Background: an optimization exercise with open tools, aiming at small area. Do not read the settings as production practice. In this exercise RTL edits were held to simulation tests only and were not proved equivalent to the original. No activity file was given, so power comes from the tool's default toggle rates.

**flow/run.sh**
```bash
#!/bin/bash
# synth_recipe.tcl (not shown) runs the flow's synth.tcl, then flattens the netlist and writes it again
# the make line also repeats each setting of config.mk as NAME=value (left out here)
make -C /OpenROAD-flow-scripts/flow DESIGN_CONFIG=/design/flow/config.mk WORK_HOME=/design/flow/orfs CLKGATE_MAP_FILE= SYNTH_SCRIPT=/design/flow/synth_recipe.tcl finish
```
**flow/config.mk**
```make
export PLATFORM = sky130hd
export DESIGN_NAME = sd_channel
export DESIGN_NICKNAME = sd_channel
export VERILOG_FILES = /design/flow/design.v
export SDC_FILE = /design/flow/constraint.sdc
export NUM_CORES = 4
export LEC_CHECK = 0
export ABC_AREA = 1
export CAP_MARGIN = 20
export CORE_MARGIN = 2
export CORE_UTILIZATION = 40
export CTS_CLUSTER_DIAMETER = 90
export CTS_CLUSTER_SIZE = 30
export SLEW_MARGIN = 20
```
**flow/constraint.sdc**
```tcl
create_clock -name core_clock -period 12.0 [get_ports {clk}]
set_input_delay 2.4000 -clock core_clock [delete_from_list [all_inputs] [get_ports {clk}]]
set_output_delay 2.4000 -clock core_clock [all_outputs]
set_load 0.01 [all_outputs]
```
**flow/design.v**
```verilog
module sd_rca #(
    parameter W = 8
) (
    input  wire [W-1:0] a,
    input  wire [W-1:0] b,
    input  wire         ci,
    output wire [W-1:0] s,
    output wire         co
);
    wire [W:0] c;
    assign c[0] = ci;
    genvar i;
    generate
        for (i = 0; i < W; i = i + 1) begin : g_bit
            assign s[i]   = a[i] ^ b[i] ^ c[i];
            assign c[i+1] = (a[i] & b[i]) | (c[i] & (a[i] ^ b[i]));
        end
    endgenerate
    assign co = c[W];
endmodule
module sd_inc #(
    parameter W = 8
) (
    input  wire [W-1:0] a,
    input  wire         ci,
    output wire [W-1:0] s,
    output wire         co
);
    wire [W:0] c;
    assign c[0] = ci;
    genvar i;
    generate
        for (i = 0; i < W; i = i + 1) begin : g_bit
            assign s[i]   = a[i] ^ c[i];
            assign c[i+1] = a[i] & c[i];
        end
    endgenerate
    assign co = c[W];
endmodule
module sd_cla48 (
    input  wire [47:0] a,
    input  wire [47:0] b,
    input  wire        ci,
    output wire [47:0] s
);
    wire [47:0] p = a ^ b;
    wire [47:0] g = a & b;
    wire [12:0] bc;
    wire [47:0] c;
    assign bc[0] = ci;
    genvar j, i;
    generate
        for (j = 0; j < 12; j = j + 1) begin : g_blk
            wire [3:0] pp = p[4*j+3:4*j];
            wire [3:0] gg = g[4*j+3:4*j];
            wire bp = &pp;
            wire bg = gg[3] | (pp[3] & gg[2]) | (pp[3] & pp[2] & gg[1]) |
                      (pp[3] & pp[2] & pp[1] & gg[0]);
            assign bc[j+1] = bg | (bp & bc[j]);
            assign c[4*j] = bc[j];
            for (i = 0; i < 3; i = i + 1) begin : g_in
                assign c[4*j+i+1] = gg[i] | (pp[i] & c[4*j+i]);
            end
        end
    endgenerate
    assign s = p ^ c;
endmodule
module sd_mdiv (
    input  wire        clk,
    input  wire        clr,
    input  wire [6:0]  ival,      
    input  wire [8:0]  mval,      
    input  wire [2:0]  nmul,      
    input  wire        ld,        
    input  wire [5:0]  dig,
    input  wire        go,        
    output wire        last,      
    output wire        pre,       
    output reg  [24:0] q,         
    output reg         neg
);
    localparam S_INIT = 2'd0, S_MUL = 2'd1, S_IDLE = 2'd2, S_DIV = 2'd3;
    reg [1:0]  st;
    reg [4:0]  cnt;
    reg [2:0]  mcnt;
    reg [47:0] rem;
    reg [46:0] dv;
    wire [3:0] mtop = mval[8] ? 4'd7 : mval[7] ? 4'd6 : mval[6] ? 4'd5 :
                      mval[5] ? 4'd4 : mval[4] ? 4'd3 : mval[3] ? 4'd2 : 4'd1;
    wire       mbit = mval[cnt[3:0]];
    wire       ild  = (st == S_INIT);
    wire       mul  = (st == S_MUL);
    wire       sub  = (st == S_DIV) ? q[0] : ~mul & ~neg;
    wire       bon  = mul ? mbit : ~sub;       
    wire [47:0] bop = {sub, {47{bon}} & dv | {47{sub}} & ~dv};
    wire [47:0] alu;
    sd_cla48 u_alu (.a({rem[46:0], 1'b0}), .b(bop), .ci(sub), .s(alu));
    wire [5:0] idig = (cnt[2:0] == 3'd7) ? ival[5:0] :
                      (cnt[2:0] == 3'd6) ? {5'd0, ival[6]} : 6'd0;
    wire [47:0] rem_n = (ld | ild) ? {ild ? idig : dig, rem[47:6]} : alu;
    wire       qb   = neg ? (alu[47] | ~|alu) : ~alu[47];
    assign last = (st == S_DIV) & (cnt == 5'd0);
    assign pre  = (st == S_DIV) & (cnt == 5'd8);
    always @(posedge clk) begin
        rem <= rem_n;
        q   <= {q[23:0], qb ^ neg};
        if (ld) neg <= dig[5];
        if (clr) begin
            st   <= S_INIT;
            cnt  <= 5'd7;
            mcnt <= 3'd0;
        end else begin
            case (st)
                S_INIT: begin
                    cnt <= cnt - 5'd1;
                    if (cnt[2:0] == 3'd0) begin
                        dv  <= rem_n[46:0];
                        st  <= S_MUL;
                        cnt <= {1'b0, mtop};
                    end
                end
                S_MUL: begin
                    cnt <= cnt - 5'd1;
                    if (cnt == 5'd0) begin
                        dv   <= alu[46:0];
                        mcnt <= mcnt + 3'd1;
                        cnt  <= {1'b0, mtop};
                        if (mcnt + 3'd1 == nmul) st <= S_IDLE;
                    end
                end
                S_IDLE: begin
                    if (go) begin
                        st  <= S_DIV;
                        cnt <= 5'd23;
                    end
                end
                default: begin
                    cnt <= cnt - 5'd1;
                    if (cnt == 5'd0) st <= S_IDLE;
                end
            endcase
        end
    end
endmodule
module sd_fdiv (
    input  wire        clk,
    input  wire        clr,
    input  wire [5:0]  fr,
    input  wire        ld,        
    input  wire [1:0]  dig,
    input  wire        sgn,       
    input  wire        go,        
    output wire        last,      
    output reg  [15:0] q,         
    output reg         neg
);
    localparam S_INIT = 2'd0, S_MUL = 2'd1, S_IDLE = 2'd2, S_DIV = 2'd3;
    reg [1:0]  st;
    reg [3:0]  cnt;
    reg        mcnt;
    reg [16:0] rem;
    reg [15:0] dv;
    wire [2:0] mtop = fr[5] ? 3'd4 : fr[4] ? 3'd3 : fr[3] ? 3'd2 : 3'd1;
    wire       mbit = fr[cnt[2:0]];
    wire        ild  = (st == S_INIT);
    wire        mul  = (st == S_MUL);
    wire        sub  = (st == S_DIV) ? q[0] : ~mul & ~neg;
    wire        bon  = mul ? mbit : ~sub;      
    wire [16:0] bop  = {sub, {16{bon}} & dv | {16{sub}} & ~dv};
    wire [16:0] alu;
    sd_rca #(.W(17)) u_alu (.a({rem[15:0], 1'b0}), .b(bop), .ci(sub), .s(alu), .co());
    wire        qb   = neg ? (alu[16] | ~|alu) : ~alu[16];
    wire [1:0]  idig = (cnt[2:0] == 3'd7) ? fr[1:0] : (cnt[2:0] == 3'd6) ? fr[3:2] :
                       (cnt[2:0] == 3'd5) ? fr[5:4] : 2'd0;
    wire [16:0] rem_n = (ld | ild) ? {~ild & sgn, ild ? idig : dig, rem[15:2]} : alu;
    assign last = (st == S_DIV) & (cnt == 4'd0);
    always @(posedge clk) begin
        rem <= rem_n;
        q   <= {q[14:0], qb ^ neg};
        if (ld) neg <= sgn;
        if (clr) begin
            st   <= S_INIT;
            cnt  <= 4'd7;
            mcnt <= 1'b0;
        end else begin
            case (st)
                S_INIT: begin
                    cnt <= cnt - 4'd1;
                    if (cnt[2:0] == 3'd0) begin
                        dv  <= rem_n[15:0];
                        st  <= S_MUL;
                        cnt <= {1'b0, mtop};
                    end
                end
                S_MUL: begin
                    cnt <= cnt - 4'd1;
                    if (cnt == 4'd0) begin
                        dv   <= rem_n[15:0];
                        mcnt <= 1'b1;
                        cnt  <= {1'b0, mtop};
                        if (mcnt) st <= S_IDLE;
                    end
                end
                S_IDLE: begin
                    if (go) begin
                        st  <= S_DIV;
                        cnt <= 4'd14;
                    end
                end
                default: begin
                    cnt <= cnt - 4'd1;
                    if (cnt == 4'd0) st <= S_IDLE;
                end
            endcase
        end
    end
endmodule
module sd_channel (
    input  wire        clk,
    input  wire        rst,             
    input  wire        en,              
    input  wire [2:0]  cfg_order,       
    input  wire [8:0]  cfg_decim,       
    input  wire [6:0]  cfg_len,         
    input  wire        cfg_fen,         
    input  wire [5:0]  cfg_fr,          
    input  wire [3:0]  cfg_fcnt,        
    input  wire [15:0] cfg_fast_hi,     
    input  wire [15:0] cfg_fast_lo,     
    input  wire        sd_valid,        
    input  wire        sd_bit,
    input  wire        clr_stuck,       
    input  wire        clr_fast_trip,   
    output reg         res_valid,
    output wire [31:0] res_value,       
    output wire [7:0]  res_qual,        
    output wire [15:0] res_count,       
    output reg         fast_valid,
    output wire [15:0] fast_value,      
    output reg         stat_stuck,
    output reg         stat_fast_trip
);
    wire clr  = rst | ~en;
    wire fclr = clr | ~cfg_fen;
    wire take = en & sd_valid & ~rst;
    reg  [2:0] ph;
    wire [2:0] ph_n;
    sd_inc #(.W(3)) u_ph (.a(ph), .ci(1'b1), .s(ph_n), .co());
    always @(posedge clk) ph <= rst ? 3'd0 : ph_n;
    wire ph0 = (ph == 3'd0);
    wire ph1 = (ph == 3'd1);
    wire ph7 = (ph == 3'd7);
    reg        xnew;           
    reg        fst;            
    reg [6:0]  run;            
    reg [10:0] sc;             
    wire        same     = ~fst & (sd_bit == xnew);
    wire        run_sat  = &run;
    wire [6:0]  run_inc;
    sd_inc #(.W(7)) u_run (.a(run), .ci(~run_sat), .s(run_inc), .co());
    wire [6:0]  run_n    = same ? run_inc : 7'd0;
    wire        stuck_n  = &run_n;
    wire        stuck_end = ~fst & ~same & run_sat;
    wire        sc_sat   = &sc;
    wire [10:0] sc_inc;
    sd_inc #(.W(11)) u_sc (.a(sc), .ci(~sc_sat), .s(sc_inc), .co());
    wire [10:0] sc_n     = (fst | stuck_end) ? 11'd1 : sc_inc;
    wire [10:0] kr_a = cfg_order[2] ? {cfg_decim, 2'b00} :
                       cfg_order[1] ? {1'b0, cfg_decim, 1'b0} : 11'd0;
    wire [10:0] kr_b = cfg_order[0] ? {2'b00, cfg_decim} : 11'd0;
    wire [10:0] kr, need;
    sd_rca #(.W(11)) u_kr   (.a(kr_a), .b(kr_b), .ci(1'b0), .s(kr), .co());
    sd_rca #(.W(11)) u_need (.a(kr), .b({4'd0, cfg_len}), .ci(1'b0), .s(need), .co());
    wire        sc_ge;
    sd_rca #(.W(11)) u_scmp (.a(sc), .b(~need), .ci(1'b1), .s(), .co(sc_ge));
    always @(posedge clk) begin
        if (take) begin
            xnew <= sd_bit;
            run  <= run_n;
        end
        if (clr)       fst <= 1'b1;
        else if (take) fst <= 1'b0;
        if (take) sc <= sc_n;
    end
    reg  [8:0] dcnt;           
    reg  [5:0] fdcnt;          
    reg  [1:0] fidx;           
    reg  [6:0] nbl;            
    wire [8:0] dcnt_inc;
    wire [5:0] fdcnt_inc;
    wire [6:0] nbl_dec;
    sd_inc #(.W(9)) u_dcnt  (.a(dcnt), .ci(1'b1), .s(dcnt_inc), .co());
    sd_inc #(.W(6)) u_fdcnt (.a(fdcnt), .ci(1'b1), .s(fdcnt_inc), .co());
    sd_rca #(.W(7)) u_nbl   (.a(nbl), .b(7'h7F), .ci(1'b0), .s(nbl_dec), .co());
    wire       wend  = (dcnt_inc == cfg_decim);
    wire       fwend = (fdcnt_inc == cfg_fr);
    wire       nbl_z = ~|nbl;
    reg pend;                  
    reg p_old;                 
    reg upd;                   
    reg cw, ws, fcw, fws;      
    reg fwq_cmp;               
    reg xr;                    
    reg q_settle, q_stuck;     
    wire d_end = ~|dcnt;
    wire d_beg = (dcnt == 9'd1);
    wire f_end = ~|fdcnt;
    wire f_beg = (fdcnt == 6'd1);
    always @(posedge clk) begin
        if (clr) begin
            dcnt <= 9'd0;
            nbl  <= cfg_len;
            pend <= 1'b0;
            upd  <= 1'b0;
        end else begin
            if (take) begin
                dcnt <= wend ? 9'd0 : dcnt_inc;
                if (~nbl_z) nbl <= nbl_dec;
            end
            if (take) pend <= 1'b1;
            else if (ph7) pend <= 1'b0;
            if (ph7) upd <= pend;
        end
        if (take) p_old <= nbl_z;
        if (ph7) begin
            cw  <= d_end;
            ws  <= pend & d_beg;
            fcw <= f_end & cfg_fen;
            fws <= pend & f_beg;
        end
        if (ph7 & pend & d_end) begin     
            q_settle <= ~sc_ge;
            q_stuck  <= &run;
        end
        if (ph0) xr <= xnew;
    end
    always @(posedge clk) begin
        if (fclr) begin
            fdcnt <= 6'd0;
            fidx  <= 2'd0;
        end else if (take) begin
            fdcnt <= fwend ? 6'd0 : fdcnt_inc;
            if (fwend) begin
                fwq_cmp <= fidx[1] & ~stuck_n;
                fidx    <= {fidx[1] | fidx[0], ~fidx[1] & ~fidx[0]};
            end
        end
    end
    reg zf, zc;
    always @(posedge clk) begin
        if (clr) zf <= 1'b1; else if (ph7 & zc) zf <= 1'b0;
        zc <= clr ? 1'b0 : ph7 ? 1'b1 : zc;
    end
    reg [63:0] hr;
    reg        hc;             
    reg        xo;             
    reg [7:0]  bsum;           
    wire [5:0] old_idx = cfg_len[5:0] - 6'd1;
    wire [7:0] hn      = upd ? {hr[6:0], ph0 ? xnew : hc} : hr[7:0];
    always @(posedge clk) begin
        hr <= {hn, hr[63:8]};
        hc <= hr[7];
        if (upd && ph == old_idx[5:3]) xo <= hn[old_idx[2:0]];
    end
    wire       bchg   = ~p_old | (xnew ^ xo);
    wire       btwo   = p_old;
    wire [7:0] bdelta = ~bchg ? 8'd0 : xnew ? {6'd0, btwo, ~btwo} : {6'h3F, 1'b1, ~btwo};
    wire [7:0] bsum_a;
    sd_rca #(.W(8)) u_bsum (.a(bsum), .b(bdelta), .ci(1'b0), .s(bsum_a), .co());
    wire [7:0] bsum_n = (cfg_len == 7'd0) ? {{7{~xnew}}, 1'b1} : bsum_a;
    always @(posedge clk) begin
        if (clr) bsum <= 8'd0;
        else if (upd & ph0) bsum <= bsum_n;
    end
    reg [47:0] ir1, ir2, ir3, ir4, ir5;
    reg [47:0] cr2, cr3, cr4, cr5;
    reg [5:1]  icy;            
    reg [5:2]  cby;            
    wire [5:0] bdig = ph0 ? bsum_n[5:0] : ph1 ? {{4{bsum[7]}}, bsum[7:6]} : {6{bsum[7]}};
    wire k1  = ~cfg_order[2] & ~cfg_order[1];                    
    wire kle2 = ~cfg_order[2] & ~(cfg_order[1] & cfg_order[0]);   
    wire kle3 = ~cfg_order[2];                                    
    wire kle4 = ~(cfg_order[2] & cfg_order[0]);                   
    wire m1 = zf | kle4;
    wire m2 = zf | kle3;
    wire m3 = zf | kle2;
    wire m4 = zf | k1;
    wire m5 = zf | ws;
    wire n2 = zf | k1;
    wire n3 = zf | kle2;
    wire n4 = zf | kle3;
    wire n5 = zf | kle4;
    wire [5:0] io1 = ir1[5:0] & {6{~m1}};
    wire [5:0] io2 = ir2[5:0] & {6{~m2}};
    wire [5:0] io3 = ir3[5:0] & {6{~m3}};
    wire [5:0] io4 = ir4[5:0] & {6{~m4}};
    wire [5:0] io5 = ir5[5:0] & {6{~m5}};
    wire [5:0] co2 = cr2[5:0] & {6{~n2}};
    wire [5:0] co3 = cr3[5:0] & {6{~n3}};
    wire [5:0] co4 = cr4[5:0] & {6{~n4}};
    wire [5:0] co5 = cr5[5:0] & {6{~n5}};
    wire [5:0] cn2 = ~co2;                   
    wire [5:0] cn3 = ~co3;
    wire [5:0] cn4 = ~co4;
    wire [5:0] cn5 = ~co5;
    wire [5:0] s1, s2, s3, s4, s5;
    wire [5:1] ic;
    sd_rca #(.W(6)) u_i1 (.a(io1), .b(bdig & {6{upd}}), .ci(icy[1] & ~ph0), .s(s1), .co(ic[1]));
    sd_rca #(.W(6)) u_i2 (.a(io2), .b(s1 & {6{upd}}),   .ci(icy[2] & ~ph0), .s(s2), .co(ic[2]));
    sd_rca #(.W(6)) u_i3 (.a(io3), .b(s2 & {6{upd}}),   .ci(icy[3] & ~ph0), .s(s3), .co(ic[3]));
    sd_rca #(.W(6)) u_i4 (.a(io4), .b(s3 & {6{upd}}),   .ci(icy[4] & ~ph0), .s(s4), .co(ic[4]));
    sd_rca #(.W(6)) u_i5 (.a(io5), .b(s4 & {6{upd}}),   .ci(icy[5] & ~ph0), .s(s5), .co(ic[5]));
    wire [5:0] c2, c3, c4, c5;
    wire [5:2] cc;
    sd_rca #(.W(6)) u_c2 (.a(s5), .b(cn2), .ci(cby[2] | ph0), .s(c2), .co(cc[2]));
    sd_rca #(.W(6)) u_c3 (.a(c2), .b(cn3), .ci(cby[3] | ph0), .s(c3), .co(cc[3]));
    sd_rca #(.W(6)) u_c4 (.a(c3), .b(cn4), .ci(cby[4] | ph0), .s(c4), .co(cc[4]));
    sd_rca #(.W(6)) u_c5 (.a(c4), .b(cn5), .ci(cby[5] | ph0), .s(c5), .co(cc[5]));
    wire cwu = cw & upd;
    always @(posedge clk) begin
        ir1 <= {s1, ir1[47:6]};
        ir2 <= {s2, ir2[47:6]};
        ir3 <= {s3, ir3[47:6]};
        ir4 <= {s4, ir4[47:6]};
        ir5 <= {s5, ir5[47:6]};
        cr2 <= {cwu ? s5 : co2, cr2[47:6]};
        cr3 <= {cwu ? c2 : co3, cr3[47:6]};
        cr4 <= {cwu ? c3 : co4, cr4[47:6]};
        cr5 <= {cwu ? c4 : co5, cr5[47:6]};
        icy <= ic;
        cby <= cc;
    end
    wire        m_last, m_pre;
    wire [24:0] m_q;
    wire        m_neg;
    reg         m_go;
    always @(posedge clk) m_go <= cwu & ph7 & ~clr;
    sd_mdiv u_mdiv (
        .clk(clk), .clr(clr),
        .ival({cfg_len[6:1], cfg_len[0] | ~|cfg_len}), .mval(cfg_decim), .nmul(cfg_order),
        .ld(cwu), .dig(c5), .go(m_go),
        .last(m_last), .pre(m_pre), .q(m_q), .neg(m_neg)
    );
    wire [23:0] rv_lo;
    wire        rv_co;
    sd_inc #(.W(24)) u_rv (.a(m_q[24:1]), .ci(m_q[0]), .s(rv_lo), .co(rv_co));
    assign res_value = {{7{m_neg & ~rv_co}}, rv_co ^ m_neg, rv_lo};
    assign res_qual = {1'b0, q_stuck, 3'b000, q_settle, 1'b0, q_settle | q_stuck};
    reg  [15:0] rcr;
    reg         rcy;           
    reg         ri;            
    reg         rcz, rcc;      
    wire [1:0]  rch  = rcr[1:0] & {2{~rcz}};
    wire        rcin = ri & (ph1 | rcy);
    wire [1:0]  rcs;
    wire        rco;
    sd_inc #(.W(2)) u_rc (.a(rch), .ci(rcin), .s(rcs), .co(rco));
    assign res_count = rcr;
    always @(posedge clk) begin
        rcr <= {rcs, rcr[15:2]};
        rcy <= rco;
        ri  <= m_pre ? 1'b1 : ph0 ? 1'b0 : ri;
        if (rst) rcz <= 1'b1; else if (ph0 & rcc) rcz <= 1'b0;
        rcc <= rst ? 1'b0 : ph0 ? 1'b1 : rcc;
    end
    always @(posedge clk) begin
        if (rst) res_valid <= 1'b0;
        else     res_valid <= m_last & ~clr;
    end
    reg [15:0] fi1, fi2, fi3, fd2, fd3;
    reg [3:1]  ficy;
    reg [3:2]  fdcy;
    wire [1:0] xdig = ph0 ? {~xnew, 1'b1} : {2{~xr}};
    wire [1:0] fio1 = fi1[1:0] & {2{~zf}};
    wire [1:0] fio2 = fi2[1:0] & {2{~zf}};
    wire [1:0] fio3 = fi3[1:0] & {2{~(zf | fws)}};
    wire [1:0] fdo2 = fd2[1:0] & {2{~zf}};
    wire [1:0] fdo3 = fd3[1:0] & {2{~zf}};
    wire [1:0] fdn2 = ~fdo2;                 
    wire [1:0] fdn3 = ~fdo3;
    wire [1:0] fs1, fs2, fs3, fc2, fc3;
    wire [3:1] fic;
    wire [3:2] fcc;
    sd_rca #(.W(2)) u_fi1 (.a(fio1), .b(xdig & {2{upd}}), .ci(ficy[1] & ~ph0), .s(fs1), .co(fic[1]));
    sd_rca #(.W(2)) u_fi2 (.a(fio2), .b(fs1 & {2{upd}}),  .ci(ficy[2] & ~ph0), .s(fs2), .co(fic[2]));
    sd_rca #(.W(2)) u_fi3 (.a(fio3), .b(fs2 & {2{upd}}),  .ci(ficy[3] & ~ph0), .s(fs3), .co(fic[3]));
    sd_rca #(.W(2)) u_fc2 (.a(fs3),  .b(fdn2), .ci(fdcy[2] | ph0), .s(fc2), .co(fcc[2]));
    sd_rca #(.W(2)) u_fc3 (.a(fc2),  .b(fdn3), .ci(fdcy[3] | ph0), .s(fc3), .co(fcc[3]));
    wire fcwu = fcw & upd;
    always @(posedge clk) begin
        fi1 <= {fs1, fi1[15:2]};
        fi2 <= {fs2, fi2[15:2]};
        fi3 <= {fs3, fi3[15:2]};
        fd2 <= {fcwu ? fs3 : fdo2, fd2[15:2]};
        fd3 <= {fcwu ? fc2 : fdo3, fd3[15:2]};
        ficy <= fic;
        fdcy <= fcc;
    end
    reg fz;
    always @(posedge clk) fz <= (ph0 | fz) & ~|fc3;
    wire f_sgn = fc3[1] & ~(fz & ~fc3[0] & xr);
    wire        f_last;
    wire [15:0] f_q;
    wire        f_neg;
    reg         f_go;
    always @(posedge clk) f_go <= fcwu & ph7 & ~fclr;
    sd_fdiv u_fdiv (
        .clk(clk), .clr(fclr), .fr(cfg_fr),
        .ld(fcwu), .dig(fc3), .sgn(f_sgn), .go(f_go),
        .last(f_last), .q(f_q), .neg(f_neg)
    );
    wire [14:0] fv_lo;
    wire        fv_co;
    sd_inc #(.W(15)) u_fv (.a(f_q[15:1]), .ci(f_q[0]), .s(fv_lo), .co(fv_co));
    assign fast_value = (~f_neg & fv_co) ? 16'h7FFF : {fv_co ^ f_neg, fv_lo};
    wire gt_hi, lt_lo;
    sd_rca #(.W(16)) u_ghi (.a({~fast_value[15], fast_value[14:0]}), .b({cfg_fast_hi[15], ~cfg_fast_hi[14:0]}),
                            .ci(1'b0), .s(), .co(gt_hi));
    sd_rca #(.W(16)) u_llo (.a({~cfg_fast_lo[15], cfg_fast_lo[14:0]}), .b({fast_value[15], ~fast_value[14:0]}),
                            .ci(1'b0), .s(), .co(lt_lo));
    wire beyond = gt_hi | lt_lo;
    reg  [3:0] tcnt;           
    wire [3:0] tcnt_i;
    sd_inc #(.W(4)) u_tc (.a(tcnt), .ci(~tcnt[3]), .s(tcnt_i), .co());
    wire [3:0] tcnt_n = (fwq_cmp & beyond) ? tcnt_i : 4'd0;
    wire       t_ge;
    sd_rca #(.W(4)) u_tcmp (.a(tcnt_n), .b(~cfg_fcnt), .ci(1'b1), .s(), .co(t_ge));
    wire       trips  = t_ge;            
    always @(posedge clk) begin
        if (fclr) tcnt <= 4'd0;
        else if (fast_valid) tcnt <= tcnt_n;
        if (rst) fast_valid <= 1'b0;
        else     fast_valid <= f_last & ~fclr;
    end
    always @(posedge clk) begin
        if (rst) begin
            stat_stuck     <= 1'b0;
            stat_fast_trip <= 1'b0;
        end else begin
            stat_stuck     <= (stat_stuck & ~clr_stuck) | (take & stuck_n);
            stat_fast_trip <= (stat_fast_trip & ~clr_fast_trip) | (fast_valid & trips);
        end
    end
endmodule
```
==> run notes <==
The run finished with no timing, DRC or antenna violations. After detailed routing, the total wire length is 63.6 mm. The largest net degree at the start of global routing came out at 98. The number of filler instances in the final layout is 7131. The register bit count reported by yosys is 878. Measured against its own limit, the worst slew margin works out to 0.328.

The slowest cell on the critical path is sky130_fd_sc_hd__fa_1. For hold timing, the worst endpoint is fd3[12]. The pin slew with the least headroom to its limit is 0.998 ns. The final worst-path setup slack came out at 0.801 ns. The number of warnings reported in the yosys synthesis log is 3.

After detailed routing, the average wire length per cell comes to 15.9 microns. STA classifies the critical path startpoint as an input pin. The number of buffers inserted during clock tree synthesis is 38. The total core area came out at 77100 sq um. The total I/O pin count is 145.

The worst hold path cell count is 0. The worst-case IR drop observed on VDD is 0.0867 mV. In the final layout, the share of cells above drive strength 1 is 0.0445. After legalization and detailed placement, the total HPWL measured 47.5 mm.

By instance count, the cell type seen most on the critical path is sky130_fd_sc_hd__fa_1. For this design, the sink count on the clock tree is 878. In this run the vertical extent of the chip is 283 microns. The number of global-route vias before repair is 18900.

The maximum fanout along the worst path came out at 3. After clock tree synthesis, the clock-pin slew on the worst setup and hold paths is 0.11 ns. The post-synthesis instance area is 31000 sq um. The endpoint required time on the critical path is 12.49 ns. The count of pins over their slew limit is 0. The global-route wire length before repair is 100 mm. The final critical delay including setup and external delays is 11.20 ns. The post-synthesis average cell area came out at 11.0 sq um. The number of nets in the finished design came out at 3341. The total power after layout is 0.00504 W.

The final hold violation count is 0. The proportion of synthesized flip-flops having asynchronous set or reset came out at 0. In this run the worst hold path is classified as reg -> reg. The part of the cycle the worst path needs came out at 0.933. In this run the tool buffered the top-level ports with 139 buffer cells.

The total vias in the final route came out at 18500. The summed area of non-filler cells in the final layout came out at 34800 sq um. The clock latency at the later pin of the worst-skew pair is 0.63 ns. The proportion of synthesized chip area in sequential cells is 0.599. The initial cell density of the core is 0.403. The static power due to leakage came out at 15.1 nW.

The number of enable flip-flop cells after synthesis came out at 101. The buffer count from post-CTS setup fixing is 0. After synthesis, the netlist uses 51 different library cells. The quantity of gates resized following cts came out at 0. Setup repair after global routing left no endpoint under its margin.

The final RePlAce weighted congestion came out at 0.871. The worst-case reg-to-reg path depth is 36. The number of max-cap violations came out at 0. The die outline width is 283 microns.

The full die area is 79800 sq um. The instance area at placement is 33600 sq um. The number of DRC markers after the initial detailed-route iteration is 1142. The number of remaining DRC errors is 0.

The path type of the worst setup path is in -> reg. The library cell used as clock root buffer is sky130_fd_sc_hd__clkbuf_16. TritonCTS built the clock tree. OpenSTA, run right after detailed placement, puts the worst setup slack at 0.164 ns. The data arrival time of the critical path came out at 11.69 ns. The delay of the slowest cell on the worst path is 0.55 ns. The number of antenna violations at the first check in global routing came out at 1.

The startpoint identified for the worst register-to-register timing path is ph[1]. The number of instances in the synthesized netlist is 2809. The number of hold buffers added after CTS came out at 0. The total negative slack for setup checks came out at 0 ns. Setup violations remaining at the end of the flow were counted as 0.

The remaining number of nets flagged by the antenna check after routing is 0. The minimum hold slack is 0.298 ns. The dominant synthesized flop cell is sky130_fd_sc_hd__dfxtp_1. The clock tree buffer depth is 3. The total grt overflow came out at 0. The first detailed-routing pass ran for 6 iterations. The overall track demand over capacity in global routing came out at 0.161. In this run the core area contains 102 standard-cell rows. The H-tree depth came out at 2.

In the routed layout, each cell is associated on average with a via count of 4.62. The worst hold path begins at fd3[14]. The worst setup path is captured at a flip-flop. The register-to-register setup slack is 2.43 ns.

The achievable frequency is 89.3 MHz. The power density of the placed cells is 145 nW/um^2. The area growth from synthesis to layout is 12.2%. The endpoint identified for the worst register-to-register timing path is u_mdiv.rem[47]. The final clock skew came out at 0.0429 ns.
kinds of logic after synthesis:
logic type | share of synthesized area
xor+xnor | 0.0130
other cells | 0.000121
simple gates | 0.0910
buf+inv | 0.0571
compound gates | 0.0711
flops | 0.599
mux | 0.00540
fa+ha+maj | 0.163
critical path, delay by kind of cell:
kind / cells / cell delay (ns)
AO/OA/AOI/OAI: 3 / 0.59
AND/OR/NAND/NOR: 7 / 1.09
multiplexers: 1 / 0.09
adder cells (fa/ha/maj): 14 / 6.57
buffers and inverters: 8 / 0.92
sequential cells by signal, indices dropped and copies added (netlist names), 48 cells and up:
| register | count |
|---|---|
| hr | 64 |
| cr2 | 48 |
| cr3 | 48 |
| cr4 | 48 |
| cr5 | 48 |
| ir1 | 48 |
| ir2 | 48 |
| ir3 | 48 |
| ir4 | 48 |
| ir5 | 48 |
| u_mdiv.rem | 48 |
synthesized netlist by cell type, types with 9 or more instances:
| master | instances | area share |
|---|---|---|
| sky130_fd_sc_hd__edfxtp_1 | 101 | 0.098 |
| sky130_fd_sc_hd__nand2_2 | 11 | 0.0022 |
| sky130_fd_sc_hd__nand3_1 | 21 | 0.0034 |
| sky130_fd_sc_hd__mux2_2 | 14 | 0.0051 |
| sky130_fd_sc_hd__xnor2_1 | 17 | 0.0048 |
| sky130_fd_sc_hd__or2_2 | 10 | 0.0020 |
| sky130_fd_sc_hd__xor2_1 | 29 | 0.0082 |
| sky130_fd_sc_hd__a31oi_1 | 12 | 0.0024 |
| sky130_fd_sc_hd__a22oi_1 | 19 | 0.0046 |
| sky130_fd_sc_hd__inv_1 | 377 | 0.046 |
| sky130_fd_sc_hd__nor4_1 | 19 | 0.0038 |
| sky130_fd_sc_hd__nor3_1 | 11 | 0.0018 |
| sky130_fd_sc_hd__fa_1 | 133 | 0.086 |
| sky130_fd_sc_hd__clkbuf_1 | 58 | 0.0070 |
| sky130_fd_sc_hd__o21ai_0 | 181 | 0.029 |
| sky130_fd_sc_hd__nand2_1 | 395 | 0.048 |
| sky130_fd_sc_hd__dfxtp_1 | 777 | 0.50 |
| sky130_fd_sc_hd__ha_1 | 192 | 0.077 |
| sky130_fd_sc_hd__o211ai_1 | 9 | 0.0022 |
| sky130_fd_sc_hd__nor2_1 | 202 | 0.024 |
| sky130_fd_sc_hd__nand4_1 | 17 | 0.0034 |
| sky130_fd_sc_hd__a21oi_1 | 120 | 0.019 |
| sky130_fd_sc_hd__buf_4 | 13 | 0.0031 |
report_power, final:
| group | leakage (nW) | switching [W] | internal, W |
|---|---|---|---|
| Clock | 0.560 | 0.000910 | 0.000623 |
| Combinational | 7.31 | 0.000248 | 0.000205 |
| Sequential | 7.23 | 0.0000387 | 0.00302 |
cell usage in the layout (no fill, tap or decap), drive strengths merged, types with 6 or more instances in the layout:
master / Yosys / final
a21oi: 121 / 121
a221o: 8 / 8
a22oi: 19 / 19
a31oi: 12 / 12
buf: 19 / 32
clkbuf: 58 / 42
clkdlybuf4s50: 0 / 139
clkinv: 4 / 8
dfxtp: 777 / 777
edfxtp: 101 / 101
fa: 133 / 133
ha: 192 / 192
inv: 378 / 388
mux2: 14 / 14
nand2: 406 / 406
nand3: 21 / 21
nand4: 21 / 21
nor2: 202 / 202
nor3: 11 / 11
nor4: 19 / 19
o211ai: 9 / 9
o21a: 6 / 6
o21ai: 185 / 185
o22ai: 8 / 8
or2: 10 / 10
xnor2: 17 / 17
xor2: 29 / 29
cell type report:
| class | instances | area, sq um | area share |
|---|---|---|---|
| Multi-Input combinational cell | 1476 | 10700 | 0.307 |
| Antenna cell | 1 | 2.50 | 0.0000719 |
| Inverter | 382 | 1430 | 0.0412 |
| Clock inverter | 14 | 158 | 0.00453 |
| Tap cell | 1040 | 1300 | 0.0374 |
| Timing Repair Buffer | 171 | 1640 | 0.0471 |
| Sequential cell | 878 | 18600 | 0.534 |
| Clock buffer | 42 | 987 | 0.0284 |
worst max path at each step:
| stage | from | to | slack [ns] | cells past startpoint |
|---|---|---|---|---|
| 2_1_floorplan | cfg_len[0] | u_mdiv.rem[47] | 0.92 | 33 |
| 3_3_place_gp | cfg_len[0] | u_mdiv.rem[47] | 0.34 | 34 |
| 3_5_place_dp | cfg_len[0] | u_mdiv.rem[47] | 0.16 | 34 |
| 4_1_cts | cfg_len[3] | u_mdiv.rem[47] | 0.79 | 33 |
| 5_1_grt | cfg_len[0] | u_mdiv.rem[47] | 0.33 | 34 |
| 6_report | cfg_len[3] | u_mdiv.rem[47] | 0.80 | 33 |
through the flow:
stage / utilization / instances
floorplan: - / 2813
global placement: 0.436 / 3946
detailed placement: 0.436 / 3946
CTS: 0.451 / 4002
global route: 0.452 / 4003
finish: 0.452 / 4004
per-layer routing:
layer / global-route usage / routed length (microns)
met5: 0 / 0
met4: 0.0445 / 1330
met3: 0.0253 / 3330
met2: 0.275 / 29900
met1: 0.210 / 29000

port drivers added, routing unchanged:
Ports are ideal in the flow. The routed layout listed here was re-timed in OpenROAD. Step 1 (the two cells are an assumption about what drives the block):
set clk [get_ports {clk}]
set_driving_cell -lib_cell sky130_fd_sc_hd__clkbuf_16 $clk
set_driving_cell -lib_cell sky130_fd_sc_hd__buf_2 [delete_from_list [all_inputs] $clk]
Step 2 times the ports against the registers' clock, not the clock port: input delays grow and output delays shrink by t, the midpoint of the rising clock arrivals with the driver on. Three values: ideal ports, drivers, drivers and shift; two values: the first two.
shift t [ns]: 0.665
setup WS [ns]: 0.801 / 0.834 / 0.169
worst hold slack (ns): 0.298 / 0.298 / 0.298
slew at the worst register clock pin (ns): 0.12 / 0.12
After both steps setup and hold are still met in this run. The setup slack of this run moves by +0.033 ns with the drivers and by -0.632 ns with both steps.
